This is an optimization exercise on Yosys and OpenROAD, whose aim is small area, not a production implementation. Function was checked by simulation only, so behaviour that the tests miss may differ from the original.

## job 6597
// le_lane_alu
module le_lane_alu (
    input  wire        clk,
    input  wire        rst,         
    input  wire        in_valid,
    input  wire [2:0]  op,
    input  wire        mod_sel,     
    input  wire [31:0] a,
    input  wire [31:0] b,
    input  wire [31:0] w,
    output reg         out_valid,
    output wire [31:0] x,
    output wire [31:0] y
);
    wire op_add = (op == 3'd0), op_sub = (op == 3'd1), op_mul = (op == 3'd2),
         op_mont = (op == 3'd3), op_red = (op == 3'd4), op_ct = (op == 3'd5),
         op_gs = (op == 3'd6);
    wire [23:0] ab_sum;
    wire gs1, gc2;
    le_ha ugs1 (.a(a[0]), .b(b[0]), .s(gs1), .co(gc2));
    assign ab_sum[0] = gs1;
    wire gs3, gc4;
    le_fa ugs3 (.a(a[1]), .b(b[1]), .c(gc2), .s(gs3), .co(gc4));
    assign ab_sum[1] = gs3;
    wire gs5, gc6;
    le_fa ugs5 (.a(a[2]), .b(b[2]), .c(gc4), .s(gs5), .co(gc6));
    assign ab_sum[2] = gs5;
    wire gs7, gc8;
    le_fa ugs7 (.a(a[3]), .b(b[3]), .c(gc6), .s(gs7), .co(gc8));
    assign ab_sum[3] = gs7;
    wire gs9, gc10;
    le_fa ugs9 (.a(a[4]), .b(b[4]), .c(gc8), .s(gs9), .co(gc10));
    assign ab_sum[4] = gs9;
    wire gs11, gc12;
    le_fa ugs11 (.a(a[5]), .b(b[5]), .c(gc10), .s(gs11), .co(gc12));
    assign ab_sum[5] = gs11;
    wire gs13, gc14;
    le_fa ugs13 (.a(a[6]), .b(b[6]), .c(gc12), .s(gs13), .co(gc14));
    assign ab_sum[6] = gs13;
    wire gs15, gc16;
    le_fa ugs15 (.a(a[7]), .b(b[7]), .c(gc14), .s(gs15), .co(gc16));
    assign ab_sum[7] = gs15;
    wire gs17, gc18;
    le_fa ugs17 (.a(a[8]), .b(b[8]), .c(gc16), .s(gs17), .co(gc18));
    assign ab_sum[8] = gs17;
    wire gs19, gc20;
    le_fa ugs19 (.a(a[9]), .b(b[9]), .c(gc18), .s(gs19), .co(gc20));
    assign ab_sum[9] = gs19;
    wire gs21, gc22;
    le_fa ugs21 (.a(a[10]), .b(b[10]), .c(gc20), .s(gs21), .co(gc22));
    assign ab_sum[10] = gs21;
    wire gs23, gc24;
    le_fa ugs23 (.a(a[11]), .b(b[11]), .c(gc22), .s(gs23), .co(gc24));
    assign ab_sum[11] = gs23;
    wire gs25, gc26;
  ...
clock: 18.0 ns
lec_check: 0
abc_area: 1
cap_margin: 20
core_margin: 2
core_utilization: 40
cts_cluster_diameter: 120
cts_cluster_size: 24
slew_margin: 20
synth_hierarchical: 1
synth_minimum_keep_size: 0
standard.sh (not shown) runs the stock make flow with config.mk's settings and CLKGATE_MAP_FILE= SYNTH_SCRIPT=/design/flow/synth_recipe.tcl, a recipe that flattens the netlist after the stock synthesis.
==> flow/flow/run.sh <==
#!/bin/bash
# Own flow: the standard layout, except that
#  - synthesis maps the logic between the flip-flops with flow/abc.script
#    (see abc_wrap.tcl); it is otherwise the standard flow's own script (synth_recipe.tcl),
#    so the registers and their names are the standard synthesis's;
#  - the buffers ORFS puts on every input and output port are buf_1 cells.
set -euo pipefail
W=$(pwd)
{ echo "set ::own_abc_script $W/flow/abc.script"; cat "$W/flow/abc_wrap.tcl" "$W/synth_recipe.tcl"; } > "$W/own_synth.tcl"
sed "s#SYNTH_SCRIPT=[^ ]*#SYNTH_SCRIPT=$W/own_synth.tcl#" "$W/standard.sh" > "$W/own_synth.sh"
grep -q "SYNTH_SCRIPT=$W/own_synth.tcl" "$W/own_synth.sh"
sed 's#^make -C \(.*\) "\${@:-finish}"$#make -C \1 BUFFER_PORTS_ARGS=-buffer_cell\\ sky130_fd_sc_hd__buf_1 "${@:-finish}"#' "$W/standard.sh" > "$W/own_layout.sh"
grep -q "BUFFER_PORTS_ARGS" "$W/own_layout.sh"
bash "$W/own_synth.sh" synth > "$W/synth.log" 2>&1
bash "$W/own_layout.sh" > "$W/layout.log" 2>&1
==> flow/flow/abc.script <==
strash
ifraig
scorr
dc2
strash
&get -n
&dch -f
&nf -R 1000 {D}
&put
==> flow/flow/abc_wrap.tcl <==
# Runs before synth_recipe.tcl. Every abc call of ORFS's synthesis is made with
# flow/abc.script (ABC's default mapping script for a liberty, with more area
# recovery rounds in &nf), and with the clock period in picoseconds (ORFS hands
# ABC the period in the SDC's unit, nanoseconds here, which ABC reads as
# picoseconds and so maps every cone for speed).
proc abc {args} {
  foreach opt {-script -D} {
    set i [lsearch -exact $args $opt]
    if {$i >= 0} { set args [lreplace $args $i [expr {$i + 1}]] }
  }
  set ps 18000
  if {[info exists ::env(FLOW_PERIOD_NS)] && $::env(FLOW_PERIOD_NS) ne ""} {
    set ps [expr {int(round($::env(FLOW_PERIOD_NS) * 1000))}]
  }
  yosys abc -script $::own_abc_script -D $ps {*}$args
}
> inputs changed (job 6597 -> job 4779)
- changing SLEW_MARGIN from 20 to 5
- changing CAP_MARGIN from 20 to 5
--- outcome ---
- The final layout from job 4779, which completed every stage, passed the timing, design-rule and antenna checks at the end of the flow.
- Smallest hold slack delta (job 4779 -> job 6597): insignificant
- Job 6597 → job 4779: global routing usage on met2 essentially unchanged; well-tap cell count essentially unchanged; complex-gate fraction of the synthesized area essentially unchanged.
- Cell count of job 6597 is on par with job 4779.
Here is what was changed in the inputs of job 5025 compared with job 4779.
- CTS_CLUSTER_DIAMETER: 120 -> unset
- SLEW_MARGIN: 5 -> 20
- CTS_CLUSTER_SIZE: 24 -> unset
- CAP_MARGIN: 5 -> 20
## What came out
- [job 5025 vs job 4779] count of buffers not belonging to the clock network in the layout: higher in job 5025
- Summary of job 5025 over job 4779: count of placed standard cells including taps held; achievable clock frequency went up by 1.0 MHz; total of fill cells in the finished design moved down; portion of the clock cycle consumed by the worst path in the final layout has decreased; global routing usage summed across all routing layers neither gained nor lost much.
- Number of global-route vias before repair grows slightly when moving from job 4779 to job 5025.
- In summary, job 5025 completed successfully, with a layout that passed the timing, design-rule and antenna checks.
Input-level comparison between job 275 and job 5025:
==> flow/flow/run.sh <==
#!/bin/bash
# Own flow: the standard layout, except that synthesis maps the logic
# between the flip-flops with ABC's default script (see abc_wrap.tcl).
# Synthesis is otherwise the standard flow's own script (synth_recipe.tcl), so the
# registers and their names are the standard synthesis's.
set -euo pipefail
W=$(pwd)
cat "$W/flow/abc_wrap.tcl" "$W/synth_recipe.tcl" > "$W/own_synth.tcl"
sed "s#SYNTH_SCRIPT=[^ ]*#SYNTH_SCRIPT=$W/own_synth.tcl#" "$W/standard.sh" > "$W/own_synth.sh"
grep -q "SYNTH_SCRIPT=$W/own_synth.tcl" "$W/own_synth.sh"
bash "$W/own_synth.sh" synth > "$W/synth.log" 2>&1
bash "$W/standard.sh" > "$W/layout.log" 2>&1
--- a/flow/flow/abc_wrap.tcl
+++ b/flow/flow/abc_wrap.tcl
@@ -2,4 +2,3 @@
-# flow/abc.script (ABC's default mapping script for a liberty, with more area
-# recovery rounds in &nf), and with the clock period in picoseconds (ORFS hands
-# ABC the period in the SDC's unit, nanoseconds here, which ABC reads as
-# picoseconds and so maps every cone for speed).
+# ABC's own default mapping script for a liberty, and with the clock period in
+# picoseconds (ORFS hands ABC the period in the SDC's unit, nanoseconds here,
+# which ABC reads as picoseconds and so maps every cone for speed).
@@ -15 +14,2 @@
-  yosys abc -script $::own_abc_script -D $ps {*}$args
+  lappend args -D $ps
+  yosys abc {*}$args
removed: flow/flow/abc.script
- Changes observed in job 275 relative to job 5025: number of hold violations in the final report level; number of standard cells after synthesis has increased; routed wire length per instance higher.
- Diff job 5025 -> job 275: die area higher; latest clock arrival within the worst-skew pair flat.

==> port drivers added, routing unchanged <==
How much do the figures lean on ideal ports? The routed layouts below were timed once more, with nothing changed but the port constraints.
Step 1: set_driving_cell puts a clkbuf_16 on clk and a buf_2 on each other input, an assumption about the parent block.
Step 2 adds t to the input delays and takes it off the output delays; t is the mean of the earliest and latest rising clock arrival at the registers after step 1. Input paths then give back, and output paths get back, about the clock's delay inside the block.
a / b / c = no drivers / after step 1 / after step 2; a / b = the first two.
| run | shift t [ns] | setup slack, ns | clock arrival spread, ns | slew at the worst register clock pin (ns) |
|---|---|---|---|---|
| job 6597 | 0.593 | 2.114 / 2.053 / 2.646 | 0.041 / 0.041 | 0.10 / 0.10 |
| job 4779 | 0.593 | 1.695 / 1.634 / 2.226 | 0.042 / 0.043 | 0.10 / 0.10 |
| job 5025 | 0.655 | 1.966 / 1.905 / 2.561 | 0.031 / 0.031 | 0.06 / 0.06 |
| job 275 | 0.645 | 1.543 / 1.476 / 2.122 | 0.047 / 0.047 | 0.07 / 0.07 |
After both steps setup and hold are still met in every run listed.
